Background: an optimization exercise with open tools, aiming at small area. Do not read the settings as production practice.
The RTL of this run was laid out without a check of its function.
Power figures rest on the tool's default switching activity, not on a simulated workload.

<file path="design/flow/flow/run.sh">
#!/bin/bash
# Own layout flow.
# 1. The standard synthesis (standard.sh synth).
# 2. The same synthesis again with an area-oriented ABC mapping script
#    (area_synth.tcl, abc_area_map.script, bias_lib.py); its netlist replaces
#    the standard one only if it holds exactly the same registers (names and
#    cell types).
# 3. The standard ORFS layout steps, with clock tree and port buffer
#    settings of our own.
# Each tool's output goes to a log of its own in this folder.
set -euo pipefail
W=$(pwd)
R=$W/orfs/results/$FLOW_PLATFORM/chk_unit/base
A=$W/orfs_area/results/$FLOW_PLATFORM/chk_unit/base

bash standard.sh synth > 1_standard_synth.log 2>&1
cp $R/1_2_yosys.v $W/standard_synth.v

python3 flow/bias_lib.py $FLOW_HOME/platforms/$FLOW_PLATFORM/lib/sky130_fd_sc_hd__tt_025C_1v80.lib \
  $W/abc_bias.lib 5.0 > 2_bias_lib.log 2>&1
if bash standard.sh WORK_HOME=$W/orfs_area SYNTH_SCRIPT=$W/flow/area_synth.tcl synth \
     > 2_area_synth.log 2>&1 \
   && python3 flow/regs_match.py $W/standard_synth.v $A/1_2_yosys.v > 2_regs_match.log 2>&1; then
  cp $A/1_2_yosys.v $R/1_2_yosys.v
  touch $R/1_2_yosys.v
fi

bash standard.sh \
  "CTS_ARGS=-sink_clustering_enable -repair_clock_nets -sink_clustering_size 16 -sink_clustering_max_diameter 60 -buf_list sky130_fd_sc_hd__clkbuf_8 -dont_use_dummy_load" \
  "BUFFER_PORTS_ARGS=-buffer_cell sky130_fd_sc_hd__buf_1" \
  finish > 3_layout.log 2>&1
</file>
<file path="design/flow/flow/abc_area_map.script">
strash
dc2
dch -f
amap
</file>
<file path="design/flow/flow/area_synth.tcl">
set ::area_dir [file dirname [file normalize [info script]]]
set ::area_abc_script [file join $::area_dir abc_area_map.script]
# the library ABC maps with (written by run.sh with bias_lib.py)
set ::area_abc_lib [file join [file dirname $::area_dir] abc_bias.lib]
proc synth {args} { yosys synth -nofsm -noshare {*}$args }
proc abc {args} {
  set i [lsearch -exact $args -script]
  if {$i >= 0} {
    set args [lreplace $args [expr {$i + 1}] [expr {$i + 1}] $::area_abc_script]
  }
  set l [lsearch -exact $args -liberty]
  if {$l >= 0 && [file exists $::area_abc_lib]} {
    set args [lreplace $args [expr {$l + 1}] [expr {$l + 1}] $::area_abc_lib]
  }
  set j [lsearch -exact $args -D]
  if {$j >= 0} {
    set args [lreplace $args $j [expr {$j + 1}]]
  }
  yosys abc {*}$args
}
# no half or full adder cells: ABC maps that logic together with the rest
proc extract_fa {args} {}
source $::env(SCRIPTS_DIR)/synth.tcl
# left out here: clear keep_hierarchy, flatten, clean up, hide names made inside functions, write 1_2_yosys.v
</file>
<file path="design/flow/flow/bias_lib.py">
#!/usr/bin/env python3
"""Writes a copy of a liberty file in which the two-input XOR and XNOR cells
are given a smaller area. Used only to steer ABC's area mapping towards
those cells (which are faster than the NAND/OAI structures it would
otherwise build an XOR from); every later step reads the real library.
Usage: bias_lib.py IN.lib OUT.lib AREA"""
import re, sys

src, dst, area = sys.argv[1], sys.argv[2], sys.argv[3]
text = open(src).read()
for cell in ("sky130_fd_sc_hd__xor2_1", "sky130_fd_sc_hd__xnor2_1"):
    start = text.index('cell ("%s")' % cell)
    at = text.index("area", start)
    end = text.index(";", at)
    text = text[:at] + "area : " + area + text[end:]
open(dst, "w").write(text)
</file>
<file path="design/flow/flow/regs_match.py">
#!/usr/bin/env python3
"""Checks that two netlists hold the same registers: the same instance names,
each of the same cell type. Usage: regs_match.py STANDARD.v OTHER.v"""
import re, sys

def regs(path):
    text = open(path).read()
    out = {}
    for m in re.finditer(r'^\s*(sky130_fd_sc_hd__\w+)\s+(\\\S+|\w+)\s*\(', text, re.M):
        cell, name = m.group(1), m.group(2)
        if re.search(r'__(e|s|se)?df|__dl', cell):
            out[name] = cell
    return out

a, b = regs(sys.argv[1]), regs(sys.argv[2])
if a != b:
    print("registers differ: %d vs %d, %d names only in the first, %d only in the second, %d of another type"
          % (len(a), len(b), len(set(a) - set(b)), len(set(b) - set(a)),
             sum(1 for k in set(a) & set(b) if a[k] != b[k])))
    sys.exit(1)
print("registers match: %d" % len(a))
</file>
<file path="design/flow/standard.sh">
#!/bin/bash
# synth_recipe.tcl (not shown) runs the flow's synth.tcl, then flattens the netlist and writes it again
# the make line also repeats each setting of config.mk as NAME=value (left out here)
make -C /OpenROAD-flow-scripts/flow DESIGN_CONFIG=/design/flow/config.mk WORK_HOME=/design/flow/orfs CLKGATE_MAP_FILE= SYNTH_SCRIPT=/design/flow/synth_recipe.tcl "${@:-finish}"
</file>
<file path="design/flow/config.mk">
export PLATFORM = sky130hd
export DESIGN_NAME = chk_unit
export DESIGN_NICKNAME = chk_unit
export VERILOG_FILES = /design/flow/design.v
export SDC_FILE = /design/flow/constraint.sdc
export NUM_CORES = 8
export LEC_CHECK = 0
export CAP_MARGIN = 10
export CORE_MARGIN = 2
export CORE_UTILIZATION = 60
export SLEW_MARGIN = 10
</file>
<file path="design/flow/constraint.sdc">
create_clock -name core_clock -period 13.0 [get_ports {clk}]
set_input_delay 2.6000 -clock core_clock [delete_from_list [all_inputs] [get_ports {clk}]]
set_output_delay 2.6000 -clock core_clock [all_outputs]
set_load 0.01 [all_outputs]
</file>
<file path="design/flow/design.v">
module chk_channel #(
    parameter [3:0] CH = 4'd0
) (
    input  wire        clk,
    input  wire        rst,
    input  wire        sel,
    input  wire        w_cfg,
    input  wire        w_seq,
    input  wire        w_fsrc,
    input  wire        w_fcnt,
    input  wire        w_cmp,
    input  wire        w_crc,
    input  wire        w_start,      
    input  wire        w_ctl,        
    input  wire        w_res,        
    input  wire        w_cnt,        
    input  wire        w_le,         
    input  wire        w_fd,         
    input  wire        w_mmclr,      
    input  wire        mm_set,       
    input  wire        w_touch,      
    input  wire [5:0]  d_cfg,        
    input  wire [15:0] d_seq,
    input  wire [29:0] d_fsrc,
    input  wire [12:0] d_fcnt,
    input  wire [31:0] d_cmp,
    input  wire [31:0] d_crc,
    input  wire [31:0] d_res,
    input  wire [7:0]  d_alive,
    input  wire [1:0]  d_cuf,
    input  wire [1:0]  d_le,
    input  wire [3:0]  d_own,
    input  wire [6:0]  d_stamp,
    input  wire        rel_w,        
    input  wire        tick_due,     
    input  wire [6:0]  t_due,
    input  wire        jet_stop,
    input  wire [2:0]  jet_stop_id,
    input  wire        steward_stop,
    input  wire        lockout,
    output wire [5:0]  q_cfg,
    output wire [5:0]  q_act,
    output wire [15:0] q_seq,
    output wire [29:0] q_fsrc,
    output wire [12:0] q_fcnt,
    output wire [31:0] q_cmp,
    output wire [31:0] q_crc,
    output wire [31:0] q_res,
    output wire [7:0]  q_alive,
    output wire [1:0]  q_cuf,
    output wire [1:0]  q_le,
    output wire        q_fd,
    output wire        q_mm,
    output wire [3:0]  q_own
);
    localparam PRIV = (CH < 4);
    localparam [3:0] IDLE = 4'b0001;
    reg        cfg_cmp_en, cfg_swap;
    reg [1:0]  cfg_poly;
    reg        cfg_x0;
    reg        act_cmp_en, act_swap;
    reg [1:0]  act_poly;
    reg        act_x0;
    reg [15:0] seq;
    reg [29:0] fsrc;
    reg [12:0] fcnt;
    reg [31:0] cmp, crc, res;
    reg [7:0]  alive;
    reg [1:0]  cuf;
    reg [1:0]  last_end;
    reg        feed_st, mm_flag;
    reg [3:0]  own;
    reg [6:0]  stamp;
    wire [1:0] cfg_x, act_x;
    wire       rel_q  = (own != IDLE) && (lockout ||
                                  (jet_stop && own == {1'b1, jet_stop_id}) ||
                                  (steward_stop && own == 4'b0100) ||
                                  (tick_due && !(sel && w_touch) && stamp == t_due));
    wire       rel    = (sel && w_ctl) ? rel_w : rel_q;
    always @(posedge clk) begin
        if (rst || (sel && w_cfg)) begin
            cfg_cmp_en <= d_cfg[5];
            cfg_swap   <= d_cfg[4];
            cfg_poly   <= d_cfg[3:2];
            cfg_x0     <= d_cfg[0];
        end
        if (sel && w_start) begin
            act_cmp_en <= cfg_cmp_en;
            act_swap   <= cfg_swap;
            act_poly   <= cfg_poly;
            act_x0     <= cfg_x0;
        end
        if (rst || (sel && w_fsrc)) fsrc <= d_fsrc;
        if (rst || (sel && w_fcnt)) fcnt <= d_fcnt;
        if (rst || (sel && w_cmp))  cmp  <= d_cmp;
        if (sel && w_crc)           crc  <= d_crc;
        if (rst || (sel && w_res))  res  <= d_res;
        if (rst || (sel && w_mmclr) || mm_set)
            mm_flag <= !rst && !(sel && w_mmclr);
        if (rst || (sel && w_fd))   feed_st <= !rst;
        if (rst || rel || (sel && w_le))
            last_end <= rst ? 2'd0 : rel ? 2'd3 : d_le;
        if (rst || rel || (sel && w_ctl))
            own <= (rst || rel) ? IDLE : d_own;
        if (sel && w_touch) stamp <= d_stamp;
    end
    generate
        if (PRIV) begin : g_seq
            always @(posedge clk)
                if (rst || (sel && w_seq)) seq <= d_seq;
            assign cfg_x   = {1'b0, cfg_x0};
            assign act_x   = {1'b0, act_x0};
            assign q_seq   = seq;
            assign q_alive = 8'h00;
            assign q_cuf   = 2'd0;
        end else begin : g_alive
            reg cfg_x1, act_x1;
            always @(posedge clk) begin
                if (rst || (sel && w_cfg)) cfg_x1 <= d_cfg[1];
                if (sel && w_start)        act_x1 <= cfg_x1;
                if (rst || (sel && w_cnt)) begin
                    alive <= d_alive;
                    cuf   <= d_cuf;
                end
            end
            assign cfg_x   = {cfg_x1, cfg_x0};
            assign act_x   = {act_x1, act_x0};
            assign q_seq   = 16'h0000;
            assign q_alive = alive;
            assign q_cuf   = cuf;
        end
    endgenerate
    assign q_cfg  = {cfg_cmp_en, cfg_swap, cfg_poly, cfg_x};
    assign q_act  = {act_cmp_en, act_swap, act_poly, act_x};
    assign q_fsrc = fsrc;
    assign q_fcnt = fcnt;
    assign q_cmp  = cmp;
    assign q_crc  = crc;
    assign q_res  = res;
    assign q_le   = last_end;
    assign q_fd   = feed_st;
    assign q_mm   = mm_flag;
    assign q_own  = own;
endmodule
module chk_crc (
    input  wire [1:0]  poly,
    input  wire [31:0] x,
    input  wire [31:0] d,
    input  wire        one,
    input  wire        none,
    output wire [31:0] y
);
    wire [15:0] t0, s0;
    wire [31:0] t1, s1;
    wire [31:0] t2, s2;
    wire [7:0]  t3, s3;
    reg  [31:0] m;
    wire a0 = x[15] ^ d[23];
    wire a1 = x[14] ^ d[22];
    wire a2 = x[0] ^ d[24];
    wire a3 = x[2] ^ d[26];
    wire a4 = x[1] ^ d[25];
    wire a5 = x[7] ^ d[31];
    wire a6 = x[4] ^ d[28];
    wire a7 = x[6] ^ d[30];
    wire a8 = x[5] ^ d[29];
    wire a9 = x[3] ^ d[27];
    wire a10 = x[17] ^ d[9];
    wire a11 = x[12] ^ d[20];
    wire a12 = x[13] ^ d[21];
    wire a13 = x[10] ^ d[18];
    wire a14 = x[11] ^ d[19];
    wire a15 = x[18] ^ d[10];
    wire a16 = x[9] ^ d[17];
    wire a17 = x[8] ^ d[16];
    wire a18 = x[22] ^ d[14];
    wire a19 = x[20] ^ d[12];
    wire a20 = x[21] ^ d[13];
    wire a21 = x[19] ^ d[11];
    wire a22 = x[23] ^ d[15];
    wire a23 = x[16] ^ d[8];
    wire a24 = a0 ^ a17;
    wire a25 = a1 ^ a7;
    wire a26 = a3 ^ a15;
    wire a27 = a10 ^ a18;
    wire a28 = a8 ^ a12;
    wire a29 = a2 ^ a4;
    wire a30 = a6 ^ a11;
    wire a31 = a5 ^ a22;
    wire a32 = a9 ^ a21;
    wire a33 = a19 ^ a23;
    wire a34 = a16 ^ a20;
    wire a35 = a13 ^ a14;
    wire a36 = a24 ^ a33;
    wire a37 = a13 ^ a27;
    wire a38 = a16 ^ a29;
    wire a39 = a20 ^ a26;
    wire a40 = a25 ^ a28;
    wire a41 = a28 ^ a30;
    wire a42 = a0 ^ a21;
    wire a43 = a2 ^ a24;
    wire a44 = a3 ^ a9;
    wire a45 = a25 ^ a31;
    wire a46 = a3 ^ a4;
    wire a47 = a32 ^ a34;
    wire a48 = a1 ^ a15;
    wire a49 = a14 ^ a19;
    wire a50 = d[8] ^ d[12];
    wire a51 = a22 ^ a32;
    wire a52 = a5 ^ a25;
    wire a53 = a11 ^ a12;
    wire a54 = a0 ^ a23;
    wire a55 = a2 ^ a10;
    wire a56 = a9 ^ a14;
    wire a57 = a4 ^ a6;
    wire a58 = a13 ^ a16;
    wire a59 = d[22] ^ d[11];
    wire a60 = a7 ^ a22;
    wire a61 = a6 ^ a18;
    wire a62 = d[12] ^ a5;
    wire a63 = d[10] ^ d[14];
    wire a64 = a27 ^ a35;
    wire a65 = d[9] ^ d[13];
    wire a66 = a24 ^ a30;
    wire a67 = a1 ^ a14;
    wire a68 = a8 ^ a20;
    wire a69 = a23 ^ a26;
    wire a70 = a1 ^ a5;
    wire a71 = d[31] ^ a65;
    wire a72 = a5 ^ a34;
    wire a73 = a12 ^ a33;
    wire a74 = a4 ^ a11;
    wire a75 = d[21] ^ a50;
    wire a76 = a30 ^ a56;
    wire a77 = x[15] ^ a71;
    wire a78 = d[23] ^ a59;
    wire a79 = a10 ^ a31;
    wire a80 = a5 ^ a36;
    wire a81 = a26 ^ a35;
    wire a82 = a46 ^ a58;
    wire a83 = d[13] ^ a75;
    wire a84 = d[11] ^ d[15];
    wire a85 = x[14] ^ d[30];
    wire a86 = a42 ^ a60;
    wire a87 = a35 ^ a44;
    wire a88 = a6 ^ a17;
    wire a89 = a37 ^ a54;
    wire a90 = a12 ^ a67;
    wire a91 = d[18] ^ d[15];
    wire a92 = a15 ^ a57;
    wire a93 = d[17] ^ a6;
    wire a94 = a41 ^ a77;
    wire a95 = a11 ^ a45;
    wire a96 = a45 ^ a69;
    wire a97 = a18 ^ a32;
    wire a98 = a6 ^ a19;
    wire a99 = d[19] ^ d[9];
    wire a100 = a2 ^ a78;
    wire a101 = a39 ^ a64;
    wire a102 = a37 ^ a73;
    wire a103 = d[20] ^ d[21];
    wire a104 = d[22] ^ d[14];
    wire a105 = a18 ^ a35;
    wire a106 = a51 ^ a68;
    wire a107 = a14 ^ a42;
    wire a108 = a93 ^ a99;
    wire a109 = a2 ^ a11;
    wire a110 = a28 ^ a33;
    wire a111 = a50 ^ a85;
    wire a112 = a27 ^ a31;
    wire a113 = a19 ^ a70;
    wire a114 = a2 ^ a30;
    wire a115 = a16 ^ a49;
    wire a116 = a34 ^ a61;
    wire a117 = a4 ^ a10;
    wire a118 = x[30] ^ a7;
    wire a119 = a8 ^ a67;
    wire a120 = a12 ^ a23;
    wire a121 = d[10] ^ a7;
    wire a122 = a7 ^ a18;
    wire a123 = a9 ^ a37;
    wire a124 = a52 ^ a84;
    wire a125 = d[20] ^ a62;
    wire a126 = a55 ^ a88;
    wire a127 = a27 ^ a54;
    wire a128 = a30 ^ a47;
    wire a129 = a21 ^ a22;
    wire a130 = a36 ^ a40;
    wire a131 = a47 ^ a127;
    wire a132 = a17 ^ a38;
    wire a133 = a81 ^ a86;
    wire a134 = a12 ^ a39;
    wire a135 = a8 ^ a17;
    wire a136 = a8 ^ a34;
    wire a137 = a31 ^ a48;
    wire a138 = a3 ^ a29;
    wire a139 = a0 ^ a56;
    wire a140 = a8 ^ a103;
    wire a141 = a40 ^ a63;
    wire a142 = a29 ^ a53;
    wire a143 = a4 ^ a21;
    assign t0[0] = (a76 ^ ((d[16] ^ x[0]) ^ a111));
    assign t0[1] = ((d[17] ^ x[1]) ^ a94);
    assign t0[2] = ((d[18] ^ x[2]) ^ a141);
    assign t0[3] = ((a0 ^ (d[19] ^ x[3])) ^ a124);
    assign t0[4] = (a125 ^ (x[4] ^ a43));
    assign t0[5] = (a132 ^ ((a85 ^ (a83 ^ x[5])) ^ a76));
    assign t0[6] = (a94 ^ ((a104 ^ x[6]) ^ a82));
    assign t0[7] = (a141 ^ (((d[23] ^ d[15]) ^ x[7]) ^ a87));
    assign t0[8] = (a124 ^ (a43 ^ a76));
    assign t0[9] = ((a24 ^ a62) ^ (a38 ^ a41));
    assign t0[10] = (a82 ^ (((d[24] ^ d[13]) ^ x[8]) ^ a40));
    assign t0[11] = (a87 ^ ((a0 ^ ((d[25] ^ d[14]) ^ x[9])) ^ a52));
    assign t0[12] = (a43 ^ (a111 ^ (a5 ^ ((d[26] ^ d[15]) ^ x[10]))));
    assign t0[13] = ((a77 ^ (d[27] ^ x[11])) ^ a132);
    assign t0[14] = (((d[28] ^ a63) ^ x[12]) ^ a82);
    assign t0[15] = (((d[29] ^ a84) ^ x[13]) ^ a87);
    assign t1[0] = (a80 ^ ((a32 ^ a74) ^ ((x[24] ^ a7) ^ (a10 ^ a15))));
    assign t1[1] = ((a72 ^ a73) ^ (a126 ^ (a26 ^ (x[25] ^ a21))));
    assign t1[2] = ((a37 ^ a47) ^ ((a29 ^ a48) ^ (a135 ^ (x[26] ^ a19))));
    assign t1[3] = (a133 ^ (a116 ^ (a29 ^ (x[27] ^ a19))));
    assign t1[4] = (a101 ^ (a43 ^ (a60 ^ (x[28] ^ a8))));
    assign t1[5] = ((a27 ^ (x[29] ^ a22)) ^ (a43 ^ a115));
    assign t1[6] = ((a43 ^ a47) ^ (a79 ^ (a118 ^ (a13 ^ a19))));
    assign t1[7] = (a128 ^ (a64 ^ (a7 ^ (x[31] ^ a0))));
    assign t1[8] = ((a33 ^ a41) ^ (a105 ^ (a15 ^ a31)));
    assign t1[9] = ((a110 ^ a137) ^ (a139 ^ (a20 ^ a29)));
    assign t1[10] = ((a9 ^ a61) ^ (a39 ^ a113));
    assign t1[11] = ((a24 ^ a61) ^ a106);
    assign t1[12] = ((a38 ^ a66) ^ (a112 ^ (a32 ^ (a8 ^ a15))));
    assign t1[13] = ((a58 ^ a41) ^ (a79 ^ (a0 ^ a44)));
    assign t1[14] = ((a117 ^ a41) ^ (a113 ^ (a35 ^ a42)));
    assign t1[15] = (a130 ^ (a39 ^ (a14 ^ a109)));
    assign t1[16] = (a131 ^ (a52 ^ a142));
    assign t1[17] = ((a36 ^ a37) ^ ((a26 ^ a31) ^ (a57 ^ (a1 ^ a12))));
    assign t1[18] = (a95 ^ (a136 ^ (a46 ^ a49)));
    assign t1[19] = (a102 ^ (a143 ^ a39));
    assign t1[20] = ((a49 ^ a39) ^ (a51 ^ (a1 ^ a27)));
    assign t1[21] = ((a57 ^ (a7 ^ a17)) ^ ((a20 ^ a23) ^ a112));
    assign t1[22] = ((a38 ^ a51) ^ ((a33 ^ a122) ^ ((a0 ^ a3) ^ (a8 ^ a11))));
    assign t1[23] = (a134 ^ (a66 ^ (a13 ^ a129)));
    assign t1[24] = ((a38 ^ a40) ^ ((a24 ^ a27) ^ ((a5 ^ a11) ^ (a14 ^ a15))));
    assign t1[25] = (a96 ^ ((a24 ^ a53) ^ (a58 ^ a143)));
    assign t1[26] = ((a25 ^ a53) ^ (a38 ^ a81));
    assign t1[27] = ((a53 ^ a70) ^ ((a0 ^ a32) ^ (a35 ^ a46)));
    assign t1[28] = ((a30 ^ a44) ^ (a36 ^ a90));
    assign t1[29] = ((a55 ^ (a1 ^ a9)) ^ (a41 ^ (a34 ^ a54)));
    assign t1[30] = (a89 ^ (a40 ^ a92));
    assign t1[31] = (a96 ^ (a107 ^ (a8 ^ a55)));
    assign t2[0] = (a43 ^ (a48 ^ (x[24] ^ a11)));
    assign t2[1] = ((x[25] ^ a42) ^ (a120 ^ a38));
    assign t2[2] = ((a33 ^ (x[26] ^ a1)) ^ ((a10 ^ a13) ^ a138));
    assign t2[3] = ((x[27] ^ a117) ^ (a39 ^ a139));
    assign t2[4] = ((x[28] ^ a69) ^ (a97 ^ a114));
    assign t2[5] = ((a98 ^ (x[29] ^ a10)) ^ (a51 ^ (a28 ^ a29)));
    assign t2[6] = ((a68 ^ a118) ^ (a66 ^ (a19 ^ a46)));
    assign t2[7] = ((a122 ^ (x[31] ^ a23)) ^ (a72 ^ (a28 ^ a44)));
    assign t2[8] = (a123 ^ (a88 ^ a45));
    assign t2[9] = ((a16 ^ a31) ^ (a114 ^ a119));
    assign t2[10] = (a40 ^ (a15 ^ (a4 ^ a13)));
    assign t2[11] = (a107 ^ ((a2 ^ a3) ^ a52));
    assign t2[12] = ((a9 ^ a74) ^ a80);
    assign t2[13] = ((a3 ^ a34) ^ (a120 ^ a126));
    assign t2[14] = (a123 ^ (a38 ^ (a8 ^ a48)));
    assign t2[15] = (a57 ^ a133);
    assign t2[16] = (a80 ^ (a119 ^ (a26 ^ a32)));
    assign t2[17] = (a128 ^ (a36 ^ (a7 ^ a55)));
    assign t2[18] = ((a37 ^ a72) ^ (a92 ^ a110));
    assign t2[19] = (a101 ^ (a135 ^ (a25 ^ a129)));
    assign t2[20] = ((a17 ^ a45) ^ (a97 ^ a115));
    assign t2[21] = ((a13 ^ a34) ^ (a98 ^ a137));
    assign t2[22] = ((a68 ^ a109) ^ (a105 ^ (a21 ^ a48)));
    assign t2[23] = ((a18 ^ a49) ^ (a86 ^ a142));
    assign t2[24] = (a134 ^ (a36 ^ (a29 ^ a31)));
    assign t2[25] = ((a26 ^ a74) ^ a131);
    assign t2[26] = (a102 ^ (a51 ^ (a6 ^ a26)));
    assign t2[27] = (a106 ^ (a66 ^ (a10 ^ a49)));
    assign t2[28] = (a116 ^ a130);
    assign t2[29] = (a89 ^ (a45 ^ a136));
    assign t2[30] = (a95 ^ (a23 ^ a64));
    assign t2[31] = (a79 ^ a90);
    assign t3[0] = (((d[14] ^ (d[18] ^ d[23])) ^ a83) ^ a29);
    assign t3[1] = (((d[19] ^ d[15]) ^ (a65 ^ a104)) ^ a138);
    assign t3[2] = (a44 ^ ((a83 ^ ((d[16] ^ d[20]) ^ (d[10] ^ a91))) ^ a2));
    assign t3[3] = (a108 ^ (a100 ^ ((a50 ^ (d[16] ^ d[18])) ^ a9)));
    assign t3[4] = (a108 ^ ((d[8] ^ a63) ^ a140));
    assign t3[5] = (a140 ^ ((a91 ^ (d[9] ^ a59)) ^ a121));
    assign t3[6] = (a121 ^ ((a78 ^ (d[21] ^ (d[16] ^ d[19]))) ^ a62));
    assign t3[7] = (a125 ^ ((d[17] ^ d[13]) ^ a100));
    wire b0 = m[1] ^ d[1];
    wire b1 = m[4] ^ d[4];
    wire b2 = m[2] ^ d[2];
    wire b3 = m[5] ^ d[5];
    wire b4 = m[3] ^ d[3];
    wire b5 = m[6] ^ d[6];
    wire b6 = m[7] ^ d[7];
    wire b7 = m[0] ^ d[0];
    wire b8 = b0 ^ b5;
    wire b9 = b1 ^ b7;
    wire b10 = b2 ^ b4;
    wire b11 = b3 ^ b6;
    wire b12 = b1 ^ b4;
    wire b13 = b2 ^ b8;
    wire b14 = b8 ^ b10;
    wire b15 = b3 ^ b5;
    wire b16 = b2 ^ b9;
    wire b17 = b0 ^ b3;
    wire b18 = b0 ^ b6;
    wire b19 = m[14] ^ d[6];
    wire b20 = b5 ^ b6;
    wire b21 = m[15] ^ d[7];
    wire b22 = b7 ^ b8;
    wire b23 = m[12] ^ d[4];
    wire b24 = m[13] ^ d[5];
    wire b25 = b9 ^ b10;
    wire b26 = m[9] ^ d[1];
    wire b27 = b7 ^ b10;
    wire b28 = m[11] ^ d[3];
    wire b29 = b0 ^ b12;
    wire b30 = m[10] ^ d[2];
    wire b31 = m[8] ^ d[0];
    wire b32 = b4 ^ b9;
    wire b33 = b24 ^ b26;
    wire b34 = m[29] ^ b11;
    wire b35 = b3 ^ b4;
    wire b36 = b10 ^ b11;
    wire b37 = b9 ^ b15;
    wire b38 = b1 ^ b3;
    wire b39 = m[19] ^ b4;
    wire b40 = b23 ^ b31;
    wire b41 = b21 ^ b28;
    wire b42 = b7 ^ b17;
    wire b43 = b1 ^ b2;
    wire b44 = b7 ^ b13;
    wire b45 = b19 ^ b30;
    wire b46 = b12 ^ b20;
    wire b47 = b6 ^ b8;
    assign s0[0] = b40;
    assign s0[1] = b33;
    assign s0[2] = b45;
    assign s0[3] = b41;
    assign s0[4] = b23;
    assign s0[5] = (b24 ^ b40);
    assign s0[6] = (b19 ^ b33);
    assign s0[7] = (b21 ^ b45);
    assign s0[8] = (m[0] ^ b41);
    assign s0[9] = (m[1] ^ b23);
    assign s0[10] = (m[2] ^ b24);
    assign s0[11] = (m[3] ^ b19);
    assign s0[12] = ((m[12] ^ b1) ^ (b21 ^ b31));
    assign s0[13] = (b26 ^ (m[13] ^ b3));
    assign s0[14] = (b30 ^ (m[14] ^ b5));
    assign s0[15] = (b28 ^ (m[15] ^ b6));
    assign s1[0] = ((m[8] ^ b0) ^ b25);
    assign s1[1] = (b25 ^ (m[9] ^ b17));
    assign s1[2] = (b14 ^ (m[10] ^ b38));
    assign s1[3] = (b36 ^ (b5 ^ (m[11] ^ b1)));
    assign s1[4] = (b13 ^ (m[12] ^ b11));
    assign s1[5] = ((m[13] ^ b1) ^ b47);
    assign s1[6] = (b29 ^ (m[14] ^ b11));
    assign s1[7] = (b35 ^ (m[15] ^ b8));
    assign s1[8] = (b16 ^ (m[16] ^ b20));
    assign s1[9] = (b16 ^ (m[17] ^ b11));
    assign s1[10] = (b43 ^ (m[18] ^ b15));
    assign s1[11] = (b39 ^ (b5 ^ b11));
    assign s1[12] = ((m[20] ^ b6) ^ b14);
    assign s1[13] = (m[21] ^ b18);
    assign s1[14] = (m[22] ^ b29);
    assign s1[15] = ((m[23] ^ b3) ^ b16);
    assign s1[16] = (b22 ^ (m[24] ^ b35));
    assign s1[17] = (b13 ^ (b9 ^ (m[25] ^ b6)));
    assign s1[18] = (b11 ^ (m[26] ^ b1));
    assign s1[19] = (b14 ^ (b9 ^ (m[27] ^ b3)));
    assign s1[20] = (b14 ^ (b11 ^ (m[28] ^ b1)));
    assign s1[21] = (b22 ^ b34);
    assign s1[22] = (b32 ^ (m[30] ^ b20));
    assign s1[23] = (m[31] ^ b36);
    assign s1[24] = b13;
    assign s1[25] = (b6 ^ b27);
    assign s1[26] = b2;
    assign s1[27] = b4;
    assign s1[28] = b9;
    assign s1[29] = b42;
    assign s1[30] = b44;
    assign s1[31] = (b18 ^ b27);
    assign s2[0] = (m[8] ^ b2);
    assign s2[1] = (b7 ^ (m[9] ^ b4));
    assign s2[2] = (b9 ^ (m[10] ^ b0));
    assign s2[3] = (b17 ^ (m[11] ^ b2));
    assign s2[4] = ((m[12] ^ b5) ^ b27);
    assign s2[5] = (b18 ^ (m[13] ^ b12));
    assign s2[6] = (m[14] ^ b38);
    assign s2[7] = (b15 ^ (m[15] ^ b7));
    assign s2[8] = (m[16] ^ b47);
    assign s2[9] = (m[17] ^ b6);
    assign s2[10] = (m[18] ^ b2);
    assign s2[11] = b39;
    assign s2[12] = (m[20] ^ b9);
    assign s2[13] = (m[21] ^ b42);
    assign s2[14] = (m[22] ^ b13);
    assign s2[15] = (b10 ^ (m[23] ^ b6));
    assign s2[16] = (m[24] ^ b25);
    assign s2[17] = (b32 ^ (m[25] ^ b17));
    assign s2[18] = (b13 ^ (b9 ^ (m[26] ^ b3)));
    assign s2[19] = (b14 ^ (m[27] ^ b11));
    assign s2[20] = (m[28] ^ b46);
    assign s2[21] = (b43 ^ b34);
    assign s2[22] = (b15 ^ (m[30] ^ b10));
    assign s2[23] = (m[31] ^ b46);
    assign s2[24] = (b11 ^ b16);
    assign s2[25] = ((b3 ^ b7) ^ b14);
    assign s2[26] = (b14 ^ (b6 ^ b9));
    assign s2[27] = (b11 ^ b29);
    assign s2[28] = b37;
    assign s2[29] = (b11 ^ b22);
    assign s2[30] = (b6 ^ b22);
    assign s2[31] = b18;
    assign s3[0] = b37;
    assign s3[1] = (b8 ^ b11);
    assign s3[2] = (b11 ^ b16);
    assign s3[3] = (b0 ^ b32);
    assign s3[4] = b44;
    assign s3[5] = (b10 ^ b18);
    assign s3[6] = (b1 ^ b10);
    assign s3[7] = (b3 ^ b12);
    always @(*) begin
        if (one)
            m = x;
        else case (poly)
            2'd0:    m = {16'h0000, t0};
            2'd1:    m = t1;
            2'd2:    m = t2;
            default: m = {24'h000000, t3};
        endcase
    end
    reg [31:0] ys;
    always @(*) begin
        case (poly)
            2'd0:    ys = {16'h0000, s0};
            2'd1:    ys = s1;
            2'd2:    ys = s2;
            default: ys = {24'h000000, s3};
        endcase
    end
    assign y = none ? x : ys;
endmodule
module chk_unit (
    input  wire        clk,
    input  wire        rst,
    input  wire        req_valid,
    input  wire        req_write,
    input  wire [6:0]  req_addr,
    input  wire [31:0] req_wdata,
    input  wire [2:0]  req_src,
    input  wire [2:0]  req_jet,
    output reg         rsp_valid,
    output reg         rsp_denied,
    output reg  [31:0] rsp_rdata,
    input  wire [7:0]  fold_addr,
    input  wire        tick_ms,
    input  wire        jet_stop,
    input  wire [2:0]  jet_stop_id,
    input  wire        steward_stop,
    input  wire        lockout,
    output wire        mismatch_evt,
    output reg  [2:0]  mismatch_ch
);
    localparam [3:0] R_CFG  = 4'd0, R_SEQ  = 4'd1, R_FSRC = 4'd2, R_FCNT = 4'd3,
                     R_CTL  = 4'd4, R_DATA = 4'd5, R_BYTE = 4'd6, R_RES  = 4'd7,
                     R_CMP  = 4'd8, R_STAT = 4'd9;
    localparam [3:0] IDLE = 4'b0001;
    wire [2:0]  c  = req_addr[6:4];
    wire [3:0]  r  = req_addr[3:0];
    wire [31:0] wd = req_wdata;
    wire        priv = !c[2];
    wire [3:0]  id = (req_src == 3'd1) ? {1'b1, req_jet} : {1'b0, req_src};
    localparam NB = 32 + 32 + 32 + 30 + 13 + 16 + 6 + 6 + 8 + 2 + 4 + 2 + 1 + 1;
    wire [NB-1:0] q_all [0:7];
    wire [7:0]    oh_c = 8'd1 << c;
    reg [NB-1:0] s_all;
    integer n;
    always @(*) begin
        s_all = {NB{1'b0}};
        for (n = 0; n < 8; n = n + 1)
            s_all = s_all | (q_all[n] & {NB{oh_c[n]}});
    end
    wire [31:0] crc_c, res_c, cmp_c;
    wire [29:0] fsrc_c;
    wire [12:0] fcnt_c;
    wire [15:0] seq_c;
    wire [5:0]  cfg_c, act_c;
    wire [7:0]  alive_c;
    wire [1:0]  cuf_c, le_c;
    wire [3:0]  own_c;
    wire        mm_c, fd_c;
    assign {crc_c, res_c, cmp_c, fsrc_c, fcnt_c, seq_c, cfg_c, act_c,
            alive_c, cuf_c, own_c, le_c, mm_c, fd_c} = s_all;
    wire active_c = (own_c != IDLE);
    wire owner_c  = (own_c == id);
    wire prot     = (r <= R_BYTE) || (r == R_CMP);
    wire denied   = (priv && req_src == 3'd1) || (active_c && !owner_c && prot);
    wire ok       = req_valid && req_write && !denied;
    wire is_ctl = (r == R_CTL);
    wire b_start  = wd[31], b_feed = wd[30], b_finish = wd[29], b_abort = wd[28];
    wire start    = is_ctl && b_start;
    wire act1     = b_start || active_c;
    wire fin      = is_ctl && act1 && !b_abort && !b_feed && b_finish;
    wire feed     = is_ctl && act1 && !b_abort && b_feed;
    wire ends     = is_ctl && act1 && (b_abort || (!b_feed && b_finish));
    wire [5:0] cf      = start ? cfg_c : act_c;
    wire       cmp_en  = cf[5];
    wire [1:0] poly    = cf[3:2];
    wire [1:0] cnt_w   = cf[1:0];
    wire       seq_inc = fin && priv && cf[0];
    wire       cnt     = fin && !priv && (cnt_w != 2'd0);
    wire       cnt4    = (cnt_w == 2'd1);
    reg [31:0] x0;
    always @(*) begin
        if (start) begin
            case ({priv, poly})
                3'b000: x0 = 32'h0000_FFFF;
                3'b011: x0 = 32'h0000_00FF;
                3'b100: x0 = 32'h0000_1E0C;
                3'b101: x0 = 32'hA942_E6BC;
                3'b110: x0 = 32'hF095_8FD9;
                3'b111: x0 = 32'h0000_007E;
                default: x0 = 32'hFFFF_FFFF;
            endcase
        end else begin
            x0 = crc_c;
        end
    end
    wire [7:0]  cbyte = cnt4 ? {4'h0, alive_c[3:0]} : alive_c;
    wire [31:0] dsw   = {wd[7:0], wd[15:8], wd[23:16], wd[31:24]};
    wire        swap  = act_c[4];
    wire [31:0] edata = is_ctl ? (priv ? {8'h00, fold_addr, seq_c} : {24'h0, cbyte})
                               : ((r == R_DATA && swap) ? dsw : wd);
    wire        one   = (r == R_BYTE) || (is_ctl && !priv);
    wire        none  = is_ctl && !(priv && start) && !cnt;
    wire [31:0] y;
    chk_crc u_crc (.poly(poly), .x(x0), .d(edata), .one(one), .none(none), .y(y));
    reg [31:0] fin_v, mask;
    always @(*) begin
        case (poly)
            2'd0:    begin fin_v = {16'h0000, y[15:0]};       mask = 32'h0000_FFFF; end
            2'd3:    begin fin_v = {24'h000000, ~y[7:0]};      mask = 32'h0000_00FF; end
            default: begin fin_v = ~y;                         mask = 32'hFFFF_FFFF; end
        endcase
    end
    wire [31:0] diff = fin_v ^ cmp_c;
    reg  [7:0]  mm_part;
    reg         mm_pend;
    integer k;
    always @(posedge clk) begin
        for (k = 0; k < 8; k = k + 1)
            mm_part[k] <= mask[4*k] && (|diff[4*k +: 4]);
        mm_pend <= !rst && ok && fin && cmp_en;
    end
    assign mismatch_evt = mm_pend && (mm_part != 8'h00);
    wire [7:0] mm_set = {8{mismatch_evt}} & (8'd1 << mismatch_ch);
    wire [3:0] own_s = start ? id : own_c;
    wire [3:0] d_own = (b_abort || (!b_feed && b_finish)) ? IDLE : own_s;
    wire       rel_w = (d_own != IDLE) && (lockout ||
                                           (jet_stop && d_own == {1'b1, jet_stop_id}) ||
                                           (steward_stop && d_own == 4'b0100));
    reg  [6:0] tcnt;
    wire [6:0] tnext = tcnt + {6'd0, tick_ms};
    wire [6:0] t_due = tcnt - 7'd99;
    wire [5:0]  d_cfg   = rst ? 6'b000100
                              : {wd[16], wd[4], wd[1:0], priv ? {1'b0, wd[12]} : wd[9:8]};
    wire [15:0] d_seq   = rst ? 16'h0 : (r == R_SEQ) ? wd[15:0] : seq_c + 16'd1;
    wire [29:0] d_fsrc  = rst ? 30'h0 : {wd[31:30], wd[27:0]};
    wire [12:0] d_fcnt  = rst ? 13'h0 : wd[12:0];
    wire [31:0] d_cmp   = rst ? 32'h0 : wd;
    wire [31:0] d_res   = rst ? 32'h0 : fin_v;
    wire [7:0]  d_alive = rst ? 8'h0 : cnt4 ? {4'h0, alive_c[3:0] + 4'd1} : alive_c + 8'd1;
    wire [1:0]  d_cuf   = rst ? 2'd0 : {1'b1, cnt4};
    wire [1:0]  d_le    = b_abort ? 2'd2 : 2'd1;
    wire w_cfg   = (r == R_CFG);
    wire w_seq   = (r == R_SEQ) || seq_inc;
    wire w_fsrc  = (r == R_FSRC);
    wire w_fcnt  = (r == R_FCNT);
    wire w_cmp   = (r == R_CMP);
    wire w_crc   = (r == R_CTL) || (r == R_DATA) || (r == R_BYTE);
    wire w_mmclr = (r == R_STAT) && wd[23];
    wire w_touch = owner_c || start;
    genvar g;
    generate
        for (g = 0; g < 8; g = g + 1) begin : chan
            wire [5:0]  q_cfg, q_act;
            wire [15:0] q_seq;
            wire [29:0] q_fsrc;
            wire [12:0] q_fcnt;
            wire [31:0] q_cmp, q_crc, q_res;
            wire [7:0]  q_alive;
            wire [1:0]  q_cuf, q_le;
            wire        q_fd, q_mm;
            wire [3:0]  q_own;
            chk_channel #(.CH(g)) u_ch (
                .clk(clk), .rst(rst),
                .sel(ok && oh_c[g]),
                .w_cfg(w_cfg), .w_seq(w_seq), .w_fsrc(w_fsrc), .w_fcnt(w_fcnt),
                .w_cmp(w_cmp), .w_crc(w_crc), .w_start(start), .w_ctl(is_ctl),
                .w_res(fin), .w_cnt(cnt), .w_le(ends), .w_fd(feed), .w_mmclr(w_mmclr), .mm_set(mm_set[g]),
                .w_touch(w_touch),
                .d_cfg(d_cfg), .d_seq(d_seq), .d_fsrc(d_fsrc), .d_fcnt(d_fcnt),
                .d_cmp(d_cmp), .d_crc(y), .d_res(d_res), .d_alive(d_alive),
                .d_cuf(d_cuf), .d_le(d_le), .d_own(d_own),
                .d_stamp(tnext),
                .rel_w(rel_w), .tick_due(tick_ms), .t_due(t_due),
                .jet_stop(jet_stop), .jet_stop_id(jet_stop_id),
                .steward_stop(steward_stop), .lockout(lockout),
                .q_cfg(q_cfg), .q_act(q_act), .q_seq(q_seq),
                .q_fsrc(q_fsrc), .q_fcnt(q_fcnt), .q_cmp(q_cmp),
                .q_crc(q_crc), .q_res(q_res), .q_alive(q_alive),
                .q_cuf(q_cuf), .q_le(q_le), .q_fd(q_fd), .q_mm(q_mm),
                .q_own(q_own)
            );
            assign q_all[g] = {q_crc, q_res, q_cmp, q_fsrc, q_fcnt, q_seq, q_cfg, q_act,
                               q_alive, q_cuf, q_own, q_le, q_mm, q_fd};
        end
    endgenerate
    wire [7:0] cnt_used = !cuf_c[1] ? 8'h00
                        : cuf_c[0] ? {4'h0, alive_c[3:0] - 4'd1} : alive_c - 8'd1;
    wire [2:0] owner    = !active_c ? 3'd0 : own_c[3] ? 3'd1 : own_c[2:0];
    wire [2:0] ojet     = own_c[3] ? own_c[2:0] : 3'd0;
    reg [31:0] rdata;
    always @(*) begin
        case (r)
            R_CFG:  rdata = {15'h0, cfg_c[5], 3'h0, priv & cfg_c[0], 2'h0,
                             priv ? 2'b00 : cfg_c[1:0], 3'h0, cfg_c[4], 2'h0, cfg_c[3:2]};
            R_SEQ:  rdata = {16'h0000, seq_c};
            R_FSRC: rdata = {fsrc_c[29:28], 2'b00, fsrc_c[27:0]};
            R_FCNT: rdata = {19'h0, fcnt_c};
            R_RES:  rdata = res_c;
            R_CMP:  rdata = cmp_c;
            R_STAT: rdata = {active_c ? 2'd1 : 2'd0, owner, ojet, mm_c | mm_set[c],
                             1'b0, le_c, 1'b0, 1'b0, fd_c, 1'b0, cnt_used, 8'h00};
            default: rdata = 32'h0;
        endcase
    end
    always @(posedge clk) begin
        if (rst) begin
            rsp_valid    <= 1'b0;
            tcnt         <= 7'd0;
        end else begin
            rsp_valid    <= req_valid;
            tcnt         <= tnext;
        end
        rsp_denied  <= req_write && denied;
        rsp_rdata   <= rdata;
        mismatch_ch <= c;
    end
endmodule
</file>
==> impl_metrics.py <==
metrics = {
    "die": {
        "initial_core_util": 0.606,
        "dieArea_mm2": 0.107,
        "rows": 118,
        "dieWidth_um": 328,
        "io_pins": 102,
        "die_h_um": 328,
        "core_area_mm2": 0.104,
    },
    "power": {
        "clockPowerShare": 0.144,
        "p_int_mw": 9.13,
        "seqPwrFrac": 0.434,
        "comb_power_share": 0.423,
        "total_power_mw": 15.0,
        "power_switching_mw": 5.89,
        "switching_share": 0.392,
        "leakagePower_nw": 22.8,
        "p_per_area_mw_per_mm2": 216,
        "peakVddDrop_v": 0.000165,
    },
    "cells_and_area": {
        "fin_util": 0.669,
        "fillers": 7450,
        "nNetsFinal": 4838,
        "fin_area_mm2": 0.0694,
        "drive_above_1_share": 0.103,
        "final_cells": 6158,
        "syn_to_final_growth_pct": 10.3,
    },
    "grt": {
        "first_global_vias": 41128,
        "grt_pass1_wl_um": 301000,
        "grt_antenna_before_repair": 8,
        "grt_max_degree": 68,
        "grt_usage": 0.395,
        "overflow": 0,
    },
    "flow_run": {
        "drv_cap": 0,
    },
    "setup_path": {
        "worstSetupEndpointType": "flop",
        "critPathSlowestCell": "o32ai_2",
        "cp_max_fo": 19,
        "cp.required_ns": 13.57,
        "cpMostUsedCell": "xor2_1",
        "start_kind": "input port",
        "max_stage_delay_ns": 0.78,
        "cp.arrival_ns": 13.16,
        "crit_type": "input port to flop",
    },
    "route": {
        "wl_per_cell_um": 34.7,
        "drc_errors": 0,
        "drtIter0Drc": 8410,
        "vias_per_cell": 7.14,
        "antenna_left": 0,
        "num_vias": 43941,
        "wl_um": 213000,
        "drt_pass1_iterations": 9,
    },
    "clock_network": {
        "cts_root_buffer": "clkbuf_8",
        "cts_max_path_buffers": 3,
        "cts_max_level": 3,
        "clock_latency_ns": 0.87,
        "tritoncts": "done",
        "ctsHoldBuffers": 0,
        "path_clk_slew_ns": 0.10,
        "cts_buffers": 111,
        "cts.sinks": 1477,
    },
    "timing": {
        "fin_crit_sh": 0.968,
        "rsz0062_at_grt": "false",
        "finalSetupViolCount": 0,
        "layout_setup_ws_ns": 0.413,
        "skew_ns": 0.152,
        "fmax_ghz": 0.0794,
        "hold_ws_ns": 0.451,
        "min_period_ns": 12.59,
        "finalHoldViolCount": 0,
        "tightest_slew_ns": 1.35,
        "finalSetupTns_ns": 0,
        "drv_slew": 0,
        "max_slew_margin": 0.101,
    },
    "place": {
        "dp_slack_ns": -0.106,
        "gpl.final_weighted_congestion": 1.06,
        "post_dp_cell_area_mm2": 0.0678,
        "io_buffers": 101,
        "dp_cells": 6041,
        "dpl.hpwl_um": 143000,
    },
    "hold_path": {
        "hold_class": "flop to flop",
    },
    "synthesis": {
        "syn_area_per_cell_um2": 14.7,
        "synth_nets": 4338,
        "ys_warn_count": 10,
        "syn_area_mm2": 0.0629,
        "synthCells": 4274,
    },
    "outcome": {
        "outcome": "timing/DRC/antenna clean",
    },
}
-- critical path: cells and delay by family --
family / cells / cell delay, ns
AOI/OAI and AO/OA: 8 / 2.70
buffers and inverters: 11 / 2.05
and+or+nand+nor: 9 / 2.58
xor gates and xnor gates: 10 / 3.14
-- final cells by class --
| cell class | instances | area, um2 | area share |
|---|---|---|---|
| Antenna cell | 6 | 15.0 | 0.000216 |
| Clock buffer | 111 | 1530 | 0.0220 |
| Inverter | 208 | 802 | 0.0116 |
| Multi-Input combinational cell | 2589 | 19000 | 0.273 |
| Sequential cell | 1477 | 43800 | 0.631 |
| Tap cell | 1380 | 1730 | 0.0249 |
| Timing Repair Buffer | 387 | 2550 | 0.0368 |
-- layer usage --
layer  GRT usage  wire [um]  up-vias
met5           0         38        -
li1            -          -    18144
met1       0.563      77800    21685
met4       0.181      11600        6
met3      0.0734      28900      568
met2       0.596      95100     3538
-- final timing paths --
path / start / endpoint / slack, ns / cells after the start
setup / recovery: req_addr[4] / chan[4].u_ch.res[0] / 0.41 / 38
setup reg to reg: chan[7].u_ch.act_poly[1] / chan[4].u_ch.res[0] / 3.07 / 38
hold reg to reg: chan[0].u_ch.cfg_x0 / chan[0].u_ch.act_x0 / 0.45 / 0
hold / removal: chan[0].u_ch.cfg_x0 / chan[0].u_ch.act_x0 / 0.45 / 0
-- power groups by stage --
stage | Sequential (mW) | Clock, mW | Combinational [mW]
after CTS | 6.51 | 2.15 | 6.15
after global routing | 6.56 | 2.31 | 6.65
after detailed placement | 6.62 | 0 | 6.11
final | 6.52 | 2.16 | 6.35
after global placement | 6.59 | 0 | 6.12
after floorplan | 6.58 | 0 | 3.80
-- placed cells by master (no fill, tap or decap), types with 26 or more instances in the layout --
cell / n
xnor2_1: 199
edfxtp_1: 1424
nand2_1: 234
nor2_1: 233
a22oi_1: 107
o21ai_0: 111
dfxtp_1: 53
buf_1: 99
o221ai_1: 27
nor3_1: 36
a31oi_1: 46
xor2_1: 455
clkbuf_8: 111
nand3_1: 48
o22ai_1: 91
buf_4: 284
nor4_1: 31
or2_0: 45
nor2b_1: 63
a222oi_1: 257
clkinv_1: 198
a221oi_1: 90
o211ai_1: 26
a22o_1: 59
a21oi_1: 66
a211oi_1: 40
-- flip-flops by register name, summed over array words and instances (netlist names), 56 cells and up --
name,flops
chan.u_ch.cmp,256
chan.u_ch.stamp,56
chan.u_ch.fsrc,240
chan.u_ch.res,256
chan.u_ch.seq,64
chan.u_ch.crc,256
chan.u_ch.fcnt,104
-- repair_timing --
| action | CTS | global route |
|---|---|---|
| resized for setup | 0 | 5 |
| hold endpoints to repair | 0 | 0 |
| endpoints found under the setup margin | 0 | 42 |
| buffers inserted | 0 | 0 |

-- separate check: timing with driven ports --
The results above use ideal ports. As a check the final layout listed here was re-extracted and re-timed, cells and wires unchanged. Step 1 (the two cells are an assumption about what drives the block):
set clk [get_ports {clk}]
set_driving_cell -lib_cell sky130_fd_sc_hd__clkbuf_16 $clk
set_driving_cell -lib_cell sky130_fd_sc_hd__buf_2 [delete_from_list [all_inputs] $clk]
Step 2 times the ports against the registers' clock, not the clock port: input delays grow and output delays shrink by t, the midpoint of the rising clock arrivals with the driver on. Slacks: no drivers / after step 1 / after step 2; pairs: no drivers / after step 1.
t (ns): 0.863
slack for setup (ns): 0.413 / 0.459 / -0.404
hold WS [ns]: 0.451 / 0.451 / 0.451
worst register clock-pin slew, ns: 0.10 / 0.10
Met with ideal ports but missed after step 2: setup timing in this run. For this run, drivers alone change the setup slack by +0.046 ns; drivers and shift together by -0.817 ns.
